What follows belongs to an exercise in optimizing a design on an open flow for small area, a short achievable clock period and few clock cycles per item; a production flow would make more cautious choices. Where RTL was checked, it was by simulation tests only, not by an equivalence proof against the original. The clock input has no modelled driver; a real chip could not lean on it and would need a root buffer or a full tree. Power is estimated from default activity; no workload was simulated.

Design xt1_c1_enc, start of the top module:
module xt1_c1_enc (
  input  wire       clk,
  input  wire       rst,         
  input  wire       in_valid,
  output wire       in_ready,
  input  wire [7:0] in_data,     
  output reg        out_valid,
  output reg  [7:0] out_data     
);
==> flow/config.mk <==
export PLATFORM = sky130hd
export DESIGN_NAME = xt1_c1_enc
export DESIGN_NICKNAME = xt1_c1_enc
export VERILOG_FILES = /design/flow/design.v
export SDC_FILE = /design/flow/constraint.sdc
export NUM_CORES = 4
export LEC_CHECK = 0
export CAP_MARGIN = 20
export CORE_MARGIN = 2
export CORE_UTILIZATION = 55
export PLACE_DENSITY = 0.65
export SLEW_MARGIN = 20
==> flow/constraint.sdc <==
create_clock -name core_clock -period 10.0 [get_ports {clk}]
set_input_delay 2.0000 -clock core_clock [delete_from_list [all_inputs] [get_ports {clk}]]
set_output_delay 2.0000 -clock core_clock [all_outputs]
set_load 0.01 [all_outputs]
run.sh (not shown) runs the stock make flow with config.mk's settings and CLKGATE_MAP_FILE= SYNTH_SCRIPT=/design/flow/synth_recipe.tcl, a recipe that flattens the netlist after the stock synthesis.
The baseline ran to the end with no violations.
Testbench counts at the start, summed over its fixed seeds: cycles 55,304, codewords 48.
==> next run, changes <==
==> flow/flow/run.sh (new file) <==
#!/bin/bash
# Own layout flow: the standard flow with
#  - port buffers of a fast cell (buf_4) instead of the default pick,
#  - clock tree without dummy loads and with its own buffer list,
set -euo pipefail
W=$(pwd)
F=$W/flow
export BUFFER_PORTS_ARGS="-buffer_cell sky130_fd_sc_hd__buf_4"
CTS_ARGS="-sink_clustering_enable -repair_clock_nets -dont_use_dummy_load"
if [[ -n "${CTS_BUFS:-}" ]]; then CTS_ARGS="$CTS_ARGS -buf_list {$CTS_BUFS}"; fi
export CTS_ARGS
export POST_CTS_TCL=$F/post_cts.tcl
export SETUP_EXTRA_MARGIN=${SETUP_EXTRA_MARGIN:-7.5}
bash standard.sh > $W/standard_flow.log 2>&1
==> flow/flow/post_cts.tcl (new file) <==
# Extra setup repair after CTS: aim for slack well beyond the 10 ns clock.
estimate_parasitics -placement
repair_timing -setup -setup_margin $::env(SETUP_EXTRA_MARGIN) -repair_tns 100 -verbose
detailed_placement
check_placement -verbose
report_worst_slack -max
==> flow/standard.sh (new file) <==
#!/bin/bash
# synth_recipe.tcl (not shown) runs the flow's synth.tcl, then flattens the netlist and writes it again
# the make line also repeats each setting of config.mk as NAME=value (left out here)
make -C /OpenROAD-flow-scripts/flow DESIGN_CONFIG=/design/flow/config.mk WORK_HOME=/design/flow/orfs CLKGATE_MAP_FILE= SYNTH_SCRIPT=/design/flow/synth_recipe.tcl "${@:-finish}"
removed: flow/run.sh
After rerunning: The changed run produced a clean layout. Hold slack loses 0.027 ns. Cell count came out lower by 3.5%. Wire length came out lower by 2.6%. Power went down by 10%. Global-route usage goes down by 0.41 points. Via count goes down by 1.2%.
==> next run, changes <==
--- a/flow/flow/run.sh
+++ b/flow/flow/run.sh
@@ -9,3 +9 @@
-CTS_ARGS="-sink_clustering_enable -repair_clock_nets -dont_use_dummy_load"
-if [[ -n "${CTS_BUFS:-}" ]]; then CTS_ARGS="$CTS_ARGS -buf_list {$CTS_BUFS}"; fi
-export CTS_ARGS
+export CTS_ARGS="-sink_clustering_enable -repair_clock_nets -dont_use_dummy_load ${CTS_BUFS:+-buf_list {$CTS_BUFS}}"
Effect:
- This time the run stopped in clock tree synthesis (4_1_cts)
- synthesized area is unchanged
- synthesized cell count stays the same

========
Another version of the RTL of xt1_c1_enc (not shown whole).
For scale: roughly 1,400 cells after synthesis, about 1,100 flip-flops, roughly 21 I/O pins.
Design xt1_c1_enc, start of the top module:
module xt1_c1_enc (
  input  wire       clk,
  input  wire       rst,         
  input  wire       in_valid,
  output wire       in_ready,
  input  wire [7:0] in_data,     
  output reg        out_valid,
  output reg  [7:0] out_data     
);
==> flow/config.mk <==
export PLATFORM = sky130hd
export DESIGN_NAME = xt1_c1_enc
export DESIGN_NICKNAME = xt1_c1_enc
export VERILOG_FILES = /design/flow/design.v
export SDC_FILE = /design/flow/constraint.sdc
export NUM_CORES = 4
export LEC_CHECK = 0
export CAP_MARGIN = 20
export CORE_MARGIN = 2
export CORE_UTILIZATION = 65
export PLACE_DENSITY = 0.75
export SLEW_MARGIN = 20
==> flow/constraint.sdc <==
create_clock -name core_clock -period 10.0 [get_ports {clk}]
set_input_delay 2.0000 -clock core_clock [delete_from_list [all_inputs] [get_ports {clk}]]
set_output_delay 2.0000 -clock core_clock [all_outputs]
set_load 0.01 [all_outputs]
standard.sh (not shown) runs the stock make flow with config.mk's settings and CLKGATE_MAP_FILE= SYNTH_SCRIPT=/design/flow/synth_recipe.tcl, a recipe that flattens the netlist after the stock synthesis.
==> flow/flow/run.sh <==
#!/bin/bash
# Own layout flow: the standard flow (standard.sh) with
#  - port buffers of a fast cell instead of the default pick,
set -euo pipefail
W=$(pwd)
F=$W/flow
source $F/knobs.sh
export BUFFER_PORTS_ARGS="-buffer_cell $PORT_BUF"
export PRE_CTS_TCL=$F/pre_cts.tcl
export POST_CTS_TCL=$F/post_cts.tcl
export MYTREE_DIR=$F MYTREE_NLEAF MYTREE_NROOT MYTREE_LEAF MYTREE_ROOT
export SETUP_EXTRA_MARGIN
bash standard.sh > $W/standard_flow.log 2>&1
==> flow/flow/knobs.sh <==
PORT_BUF=sky130_fd_sc_hd__buf_4
MYTREE_NLEAF=40
MYTREE_NROOT=4
MYTREE_LEAF=sky130_fd_sc_hd__clkbuf_16
MYTREE_ROOT=sky130_fd_sc_hd__clkbuf_16
SETUP_EXTRA_MARGIN=7.3
==> flow/flow/outflops.tcl <==
# Put the flip-flop that drives each output port's buffer right beside that
# buffer, so that the clock-to-output path has no long wire; detailed
# placement legalises them afterwards.
proc place_out_flops {} {
  set block [ord::get_db_block]
  foreach bt [$block getBTerms] {
    if {[$bt getIoType] ne "OUTPUT"} continue
    set buf ""
    foreach it [[$bt getNet] getITerms] {
      if {[[$it getMTerm] getIoType] eq "OUTPUT"} { set buf [$it getInst] }
    }
    if {$buf eq ""} continue
    set ff ""
    set n2 [[$buf findITerm A] getNet]
    if {$n2 eq "NULL" || $n2 eq ""} continue
    foreach it [$n2 getITerms] {
      if {[[$it getMTerm] getIoType] eq "OUTPUT"} { set ff [$it getInst] }
    }
    if {$ff eq ""} continue
    if {![string match "*df*" [[$ff getMaster] getName]]} continue
    set bb [$buf getBBox]
    set w [[$ff getMaster] getWidth]
    set die [$block getDieArea]
    set cx [expr {([$die xMin] + [$die xMax]) / 2}]
    if {[$bb xMin] > $cx} {
      set x [expr {[$bb xMin] - $w}]
    } else {
      set x [$bb xMax]
    }
    $ff setLocation $x [$bb yMin]
    puts "outflops: [$ff getName] beside [$buf getName] for [$bt getName]"
  }
}
==> flow/flow/pre_cts.tcl <==
# Build the clock tree by hand (see mytree.tcl) and turn the ORFS call of
# clock_tree_synthesis into a no-op; the rest of the CTS step (legalisation,
# timing repair) runs as usual.
source $::env(MYTREE_DIR)/outflops.tcl
place_out_flops
source $::env(MYTREE_DIR)/mytree.tcl
mytree_build $::env(MYTREE_NLEAF) $::env(MYTREE_NROOT) $::env(MYTREE_LEAF) $::env(MYTREE_ROOT)
rename clock_tree_synthesis orfs_clock_tree_synthesis
proc clock_tree_synthesis {args} { puts "clock tree built by mytree.tcl" }
Other scripts of this flow, unchanged in this note and not shown: flow/flow/mytree.tcl, flow/flow/post_cts.tcl
Next try:
--- a/flow/flow/knobs.sh
+++ b/flow/flow/knobs.sh
@@ -5,2 +5,2 @@
 MYTREE_ROOT=sky130_fd_sc_hd__clkbuf_16
-SETUP_EXTRA_MARGIN=7.3
+SETUP_EXTRA_MARGIN=7.8
--- a/flow/flow/pre_cts.tcl
+++ b/flow/flow/pre_cts.tcl
@@ -3,4 +3,2 @@
 # timing repair) runs as usual.
-source $::env(MYTREE_DIR)/outflops.tcl
-place_out_flops
 source $::env(MYTREE_DIR)/mytree.tcl
Settings changed: CORE_UTILIZATION 65 to 55, PLACE_DENSITY 0.75 to 0.65.
removed: flow/flow/outflops.tcl
What happened: Critical path depth does not change; synthesized cell count is unchanged; cell area grows by 0.90%; synthesized area does not change; flip-flop and latch count stays the same; via count shrinks by 0.30%.
Next try:
--- a/flow/flow/knobs.sh
+++ b/flow/flow/knobs.sh
@@ -5,2 +5,2 @@
 MYTREE_ROOT=sky130_fd_sc_hd__clkbuf_16
-SETUP_EXTRA_MARGIN=7.8
+SETUP_EXTRA_MARGIN=7.3
==> flow/flow/outflops.tcl (new file) <==
# Put the flip-flop that drives each output port's buffer right beside that
# buffer, so that the clock-to-output path has no long wire; detailed
# placement legalises them afterwards.
proc place_out_flops {} {
  set block [ord::get_db_block]
  foreach bt [$block getBTerms] {
    if {[$bt getIoType] ne "OUTPUT"} continue
    set buf ""
    foreach it [[$bt getNet] getITerms] {
      if {[[$it getMTerm] getIoType] eq "OUTPUT"} { set buf [$it getInst] }
    }
    if {$buf eq ""} continue
    set ff ""
    set n2 [[$buf findITerm A] getNet]
    if {$n2 eq "NULL" || $n2 eq ""} continue
    foreach it [$n2 getITerms] {
      if {[[$it getMTerm] getIoType] eq "OUTPUT"} { set ff [$it getInst] }
    }
    if {$ff eq ""} continue
    if {![string match "*df*" [[$ff getMaster] getName]]} continue
    set bb [$buf getBBox]
    set w [[$ff getMaster] getWidth]
    set die [$block getDieArea]
    set cx [expr {([$die xMin] + [$die xMax]) / 2}]
    if {[$bb xMin] > $cx} {
      set x [expr {[$bb xMin] - $w}]
    } else {
      set x [$bb xMax]
    }
    $ff setLocation $x [$bb yMin]
    puts "outflops: [$ff getName] beside [$buf getName] for [$bt getName]"
  }
}
--- a/flow/flow/pre_cts.tcl
+++ b/flow/flow/pre_cts.tcl
@@ -3,2 +3,4 @@
 # timing repair) runs as usual.
+source $::env(MYTREE_DIR)/outflops.tcl
+place_out_flops
 source $::env(MYTREE_DIR)/mytree.tcl
Fmax decreases by 2.3%.
Wire length hardly moves.
Setup slack got worse by 0.068 ns.
Design area decreases by 0.50%.
Global-route usage hardly moves.
Utilization decreases by 0.31 points.
Combinational power decreases by about 6%.
First-iteration DRC count increases by 0.63%.
Function was not checked in any run of this note: the RTL went through the layout flow alone. No run of this note takes its clock network from TritonCTS; it comes from the design's own scripts or RTL.

-- what the ideal ports hide --
Ports are ideal in the flow. The routed layouts listed here were re-timed in OpenROAD. Step 1 sets driving cells, clkbuf_16 on the clock port and buf_2 on the other inputs (assumed; they add their load-dependent delay and slew). Step 2, shift: input delay + t, output delay - t, t = (earliest + latest rising clock arrival at the registers) / 2. This alone moves slack from input paths to output paths. Slacks: no drivers / after step 1 / after step 2; pairs: no drivers / after step 1.
run | t, ns | setup slack, ns | pins driven straight from the clock port
the first run of note 1 | 0.656 | 6.478 / 6.424 / 6.389 | 1
the second run of note 1 | 0.637 | 6.964 / 6.910 / 6.915 | 1
the first run of note 2 | 0.489 | 7.019 / 6.916 / 7.118 | 4
the second run of note 2 | 0.491 | 7.111 / 7.008 / 7.107 | 4
the third run of note 2 | 0.485 | 7.043 / 6.940 / 7.125 | 4
After both steps setup and hold are still met in every run listed. For the first run of note 1, which loses most, drivers alone change the setup slack by -0.054 ns; drivers and shift together by -0.089 ns.
